This is an optimization exercise on Yosys and OpenROAD, whose aim is small area, a short achievable clock period and few clock cycles per item, not a production implementation.
Function was checked by simulation only, so behaviour that the tests miss may differ from the original.

==> exp/xenon: inputs <==
// maccol
module maccol (
    input  wire         clk,
    input  wire         rst,           
    input  wire         in_valid,
    output wire         in_ready,
    input  wire         int4,
    input  wire [255:0] a,
    input  wire [255:0] b,
    input  wire [31:0]  acc_in,
    output reg          out_valid,
    output reg  [31:0]  acc_out,
    output reg          acc_sat
);
clock: 20.0 ns
lec_check: 0
cap_margin: 20
core_margin: 2
core_utilization: 50
slew_margin: 20
synth_hierarchical: 1
standard.sh (not shown) runs the stock make flow with config.mk's settings and CLKGATE_MAP_FILE= SYNTH_SCRIPT=/design/flow/synth_recipe.tcl, a recipe that flattens the netlist after the stock synthesis.
==> flow/flow/run.sh <==
#!/bin/bash
# The standard layout, with the port buffers made from the smallest plain
# buffer (every input and output port still gets its own buffer).
set -euo pipefail
export BUFFER_PORTS_ARGS="-buffer_cell sky130_fd_sc_hd__buf_1"
bash standard.sh > orfs_make.log 2>&1
==> exp/delta (differences from exp/xenon) <==
==> flow/run.sh (new file) <==
#!/bin/bash
# synth_recipe.tcl (not shown) runs the flow's synth.tcl, then flattens the netlist and writes it again
# the make line also repeats each setting of config.mk as NAME=value (left out here)
make -C /OpenROAD-flow-scripts/flow DESIGN_CONFIG=/design/flow/config.mk WORK_HOME=/design/flow/orfs CLKGATE_MAP_FILE= SYNTH_SCRIPT=/design/flow/synth_recipe.tcl finish
removed: flow/flow/run.sh
removed: flow/standard.sh
==> impl_metrics.yaml <==
run_status:
  status: "complete, no violations"
cells_and_area:
  syn2layout_area_growth_pct: 8.42
  final_cell_mix: "fa_1 (2,059), nand2_1 (1,619), dfxtp_1 (766)"
placed_design:
  dp_hpwl_um: 327000
critical_path:
  crit_start: "ra[4]"
# the run above: exp/xenon

==> impl_metrics.yaml <==
placed_design:
  dp_hpwl_um: 318000
cells_and_area:
  final_cell_mix: "fa_1 (2,059), nand2_1 (1,619), dfxtp_1 (764)"
  syn2layout_area_growth_pct: 13.4
run_status:
  status: "complete, no violations"
# the run above: exp/delta

Testbench counts of exp/xenon, summed over its fixed seeds: cycles 32,032, items 32,000.
Testbench counts of exp/delta, summed over its fixed seeds: cycles 32,032, items 32,000.

* * *

==> run a <==
maccol, a different RTL version from the one above (not shown whole).
Settings: LEC_CHECK=0, CAP_MARGIN=20, CORE_MARGIN=2, CORE_UTILIZATION=65, SLEW_MARGIN=60, SYNTH_HIERARCHICAL=1; clock period 20.0 ns.
==> flow/flow/run.sh <==
#!/bin/bash
# The standard layout, with two changes to how it is made:
#  - the port buffers are the smallest plain buffer (every input and output
#    port still gets its own buffer);
#  - the clock tree uses larger sink clusters and no dummy loads.
set -euo pipefail
export BUFFER_PORTS_ARGS="-buffer_cell sky130_fd_sc_hd__buf_1"
export CTS_ARGS="-sink_clustering_enable -repair_clock_nets -dont_use_dummy_load -sink_clustering_size 30 -sink_clustering_max_diameter 80"
bash standard.sh > orfs_make.log 2>&1
==> run b: changes against run a <==
==> flow/flow/run.sh (replaced) <==
#!/bin/bash
# The standard layout, with two changes to how it is made:
#  - the port buffers are the smallest plain buffer (every input and output
#    port still gets its own buffer);
#  - the clock tree uses its own sink cluster limits and no dummy loads.
set -euo pipefail
export BUFFER_PORTS_ARGS="-buffer_cell sky130_fd_sc_hd__buf_1"
export CTS_ARGS="-sink_clustering_enable -repair_clock_nets -dont_use_dummy_load -sink_clustering_size 24 -sink_clustering_max_diameter 60"
bash standard.sh > orfs_make.log 2>&1
==> run c: changes against run a <==
- SLEW_MARGIN: 60 -> 40
==> reports/qor.yml <==
status: "timing/DRC/antenna clean"
routed_via_density: 7.17
cp.arrival_ps: 1210
finalInstanceArea_sq_um: 73600
relSlewSlack_pct: 54.2
crit_type: "reg -> out"
fill_cells: 7596
(the above is from run a)
==> reports/qor.yml <==
fill_cells: 7722
relSlewSlack_pct: 34.9
grt_start_max_net_pins: 54
cp.arrival_ps: 5800
crit_type: "reg -> reg"
finalInstanceArea_sq_um: 73400
synthDominantCellAreaShare_pct: 59.1
clkCellAreaFrac_pct: 1.50
slew_violations: 0
status: "timing/DRC/antenna clean"
(the above is from run c)
==> reports/qor.yml <==
status: "timing/DRC/antenna clean"
fill_cells: 7505
finalInstanceArea_sq_um: 74200
relSlewSlack_pct: 52.0
cp.arrival_ps: 1220
(the above is from run b)
Testbench counts of run a, summed over its fixed seeds: cycles 32,032, items 32,000.
Testbench counts of run b, summed over its fixed seeds: cycles 32,032, items 32,000.
Testbench counts of run c, summed over its fixed seeds: cycles 32,032, items 32,000.

* * *

==> 09-24 <==
Another version of the RTL of maccol (not shown whole).
Design maccol, start of the top module:
module maccol (
    input  wire         clk,
    input  wire         rst,           
    input  wire         in_valid,
    output wire         in_ready,
    input  wire         int4,
    input  wire [255:0] a,
    input  wire [255:0] b,
    input  wire [31:0]  acc_in,
    output reg          out_valid,
    output reg  [31:0]  acc_out,
    output reg          acc_sat
);
==> flow/config.mk <==
export PLATFORM = sky130hd
export DESIGN_NAME = maccol
export DESIGN_NICKNAME = maccol
export VERILOG_FILES = /design/flow/design.v
export SDC_FILE = /design/flow/constraint.sdc
export NUM_CORES = 4
export LEC_CHECK = 0
export CAP_MARGIN = 20
export CORE_MARGIN = 2
export CORE_UTILIZATION = 65
export SLEW_MARGIN = 60
export SYNTH_HIERARCHICAL = 1
==> flow/constraint.sdc <==
create_clock -name core_clock -period 20.0 [get_ports {clk}]
set_input_delay 4.0000 -clock core_clock [delete_from_list [all_inputs] [get_ports {clk}]]
set_output_delay 4.0000 -clock core_clock [all_outputs]
set_load 0.01 [all_outputs]
==> flow/flow/run.sh <==
#!/bin/bash
# The standard layout, with the port buffers made from the smallest plain
# buffer (every input and output port still gets its own buffer).
set -euo pipefail
export BUFFER_PORTS_ARGS="-buffer_cell sky130_fd_sc_hd__buf_1"
bash standard.sh > orfs_make.log 2>&1
==> 02-17: changes against 09-24 <==
==> flow/flow/run.sh (replaced) <==
#!/bin/bash
# The standard layout, with two changes to how it is made:
#  - the port buffers are the smallest plain buffer (every input and output
#    port still gets its own buffer);
#  - the clock tree uses larger sink clusters and no dummy loads.
set -euo pipefail
export BUFFER_PORTS_ARGS="-buffer_cell sky130_fd_sc_hd__buf_1"
export CTS_ARGS="-sink_clustering_enable -repair_clock_nets -dont_use_dummy_load -sink_clustering_size 30 -sink_clustering_max_diameter 80"
bash standard.sh > orfs_make.log 2>&1
- CORE_UTILIZATION: 65 -> 72
==> notes.md <==
# clock sinks=823; Setup WS pre-CTS=15090 ps; Starting Density=0.726; H-tree depth=2; cell row count=~110; Placed Area=72100 µm²; total CTS buffers=45; status=stopped before the end; First Error=[ERROR GRT-0116] Global routing finished with congestion. Check the congestion regions in the DRC Viewer.; last step reached=global routing
(the above is from 02-17)
==> notes.md <==
Placed Area=72200 µm²; total CTS buffers=86; area leader, netlist=fa_1; Setup WS pre-CTS=14870 ps; cell row count=120; most frequent cells in the layout=nand2_1, fa_1, dfxtp_1; H-tree depth=3; Starting Density=0.656; # clock sinks=823; status=timing/DRC/antenna clean; Slowest-stage cell, CP=fa_1; post-synthesis mux area share=0.000303
(the above is from 09-24)
Testbench counts of 09-24, summed over its fixed seeds: cycles 32,032, items 32,000.
Testbench counts of 02-17, summed over its fixed seeds: cycles 32,032, items 32,000.

* * *

==> inputs of v18 <==
Starting RTL as in the previous note.
Settings: LEC_CHECK=0, CAP_MARGIN=20, CORE_MARGIN=2, CORE_UTILIZATION=65, SLEW_MARGIN=60, SYNTH_HIERARCHICAL=1; clock period 20.0 ns.
==> flow/flow/run.sh <==
#!/bin/bash
# The standard layout, with two changes to how it is made:
#  - the port buffers are the smallest plain buffer (every input and output
#    port still gets its own buffer);
#  - the clock tree uses larger sink clusters and no dummy loads.
set -euo pipefail
export BUFFER_PORTS_ARGS="-buffer_cell sky130_fd_sc_hd__buf_1"
export CTS_ARGS="-sink_clustering_enable -repair_clock_nets -dont_use_dummy_load -sink_clustering_size 30 -sink_clustering_max_diameter 80"
bash standard.sh > orfs_make.log 2>&1
==> v20 (differences from v18) <==
==> flow/flow/run.sh (replaced) <==
#!/bin/bash
# The standard layout, with two changes to how it is made:
#  - the port buffers are the smallest plain buffer (every input and output
#    port still gets its own buffer);
#  - the clock tree is built from clkbuf_8 cells, without dummy loads.
set -euo pipefail
export BUFFER_PORTS_ARGS="-buffer_cell sky130_fd_sc_hd__buf_1"
export CTS_ARGS="-sink_clustering_enable -repair_clock_nets -dont_use_dummy_load -buf_list sky130_fd_sc_hd__clkbuf_8"
bash standard.sh > orfs_make.log 2>&1
==> comparison table <==
Met3 usage: v20 43.7%; v18 42.0%
DR WL met2: v20 132000 um; v18 131000 um
Routed wirelength normalized by instance count: v20 46.4 um; v18 46.7 um
Share of final-layout standard cells stronger than drive strength 1: v20 3.57%; v18 2.09%
Source of the worst register-to-register timing path: v20 ra[4]; v18 rb[22]
Fmax achieved: v20 186 MHz; v18 190 MHz
Stages on the worst setup path: v20 1; v18 8
Deepest level of the CTS H-tree: v20 4; v18 2
Met3 layer wire length in the routed design: v20 69600 um; v18 68100 um
Wire length of the first global-routing pass: v20 465000 um; v18 460000 um
Worst endpoint required time: v20 16000 ps; v18 20550 ps
Outcome: v20 finished clean; v18 finished clean
Clock edge transition at the registers on the reported setup and hold paths: v20 60 ps; v18 110 ps
Testbench counts of v18, summed over its fixed seeds: cycles 32,032, items 32,000.
Testbench counts of v20, summed over its fixed seeds: cycles 32,032, items 32,000.

==> re-timing with driven ports <==
How much do the figures lean on ideal ports? The routed layouts below were timed once more, with nothing changed but the port constraints.
Step 1 (the two cells are an assumption about what drives the block):
set clk [get_ports {clk}]
set_driving_cell -lib_cell sky130_fd_sc_hd__clkbuf_16 $clk
set_driving_cell -lib_cell sky130_fd_sc_hd__buf_2 [delete_from_list [all_inputs] $clk]
Step 2 times the ports against the registers' clock, not the clock port: input delays grow and output delays shrink by t, the midpoint of the rising clock arrivals with the driver on.
a / b / c = no drivers / after step 1 / after step 2; a / b = the first two.
run	t (ns)	slack for setup (ns)	worst hold slack (ns)	worst register clock-pin slew, ns	pins driven straight from the clock port
exp/xenon	0.836	13.482 / 13.482 / 13.482	0.328 / 0.328 / 0.328	0.08 / 0.08	1
exp/delta	0.826	13.976 / 13.976 / 13.976	0.326 / 0.326 / 0.326	0.09 / 0.09	1
run a	0.761	14.788 / 14.700 / 14.886	0.345 / 0.345 / 0.345	0.11 / 0.11	1
run b	0.780	14.779 / 14.692 / 14.936	0.313 / 0.313 / 0.313	0.09 / 0.09	1
run c	0.767	14.716 / 14.712 / 14.716	0.340 / 0.340 / 0.340	0.11 / 0.11	1
09-24	0.831	14.755 / 14.679 / 14.755	0.322 / 0.322 / 0.322	0.08 / 0.08	1
v18	0.781	14.742 / 14.668 / 14.742	0.331 / 0.331 / 0.331	0.11 / 0.11	1
v20	0.945	14.611 / 14.524 / 14.743	0.308 / 0.308 / 0.308	0.08 / 0.08	1
After both steps every run listed still meets setup and hold.
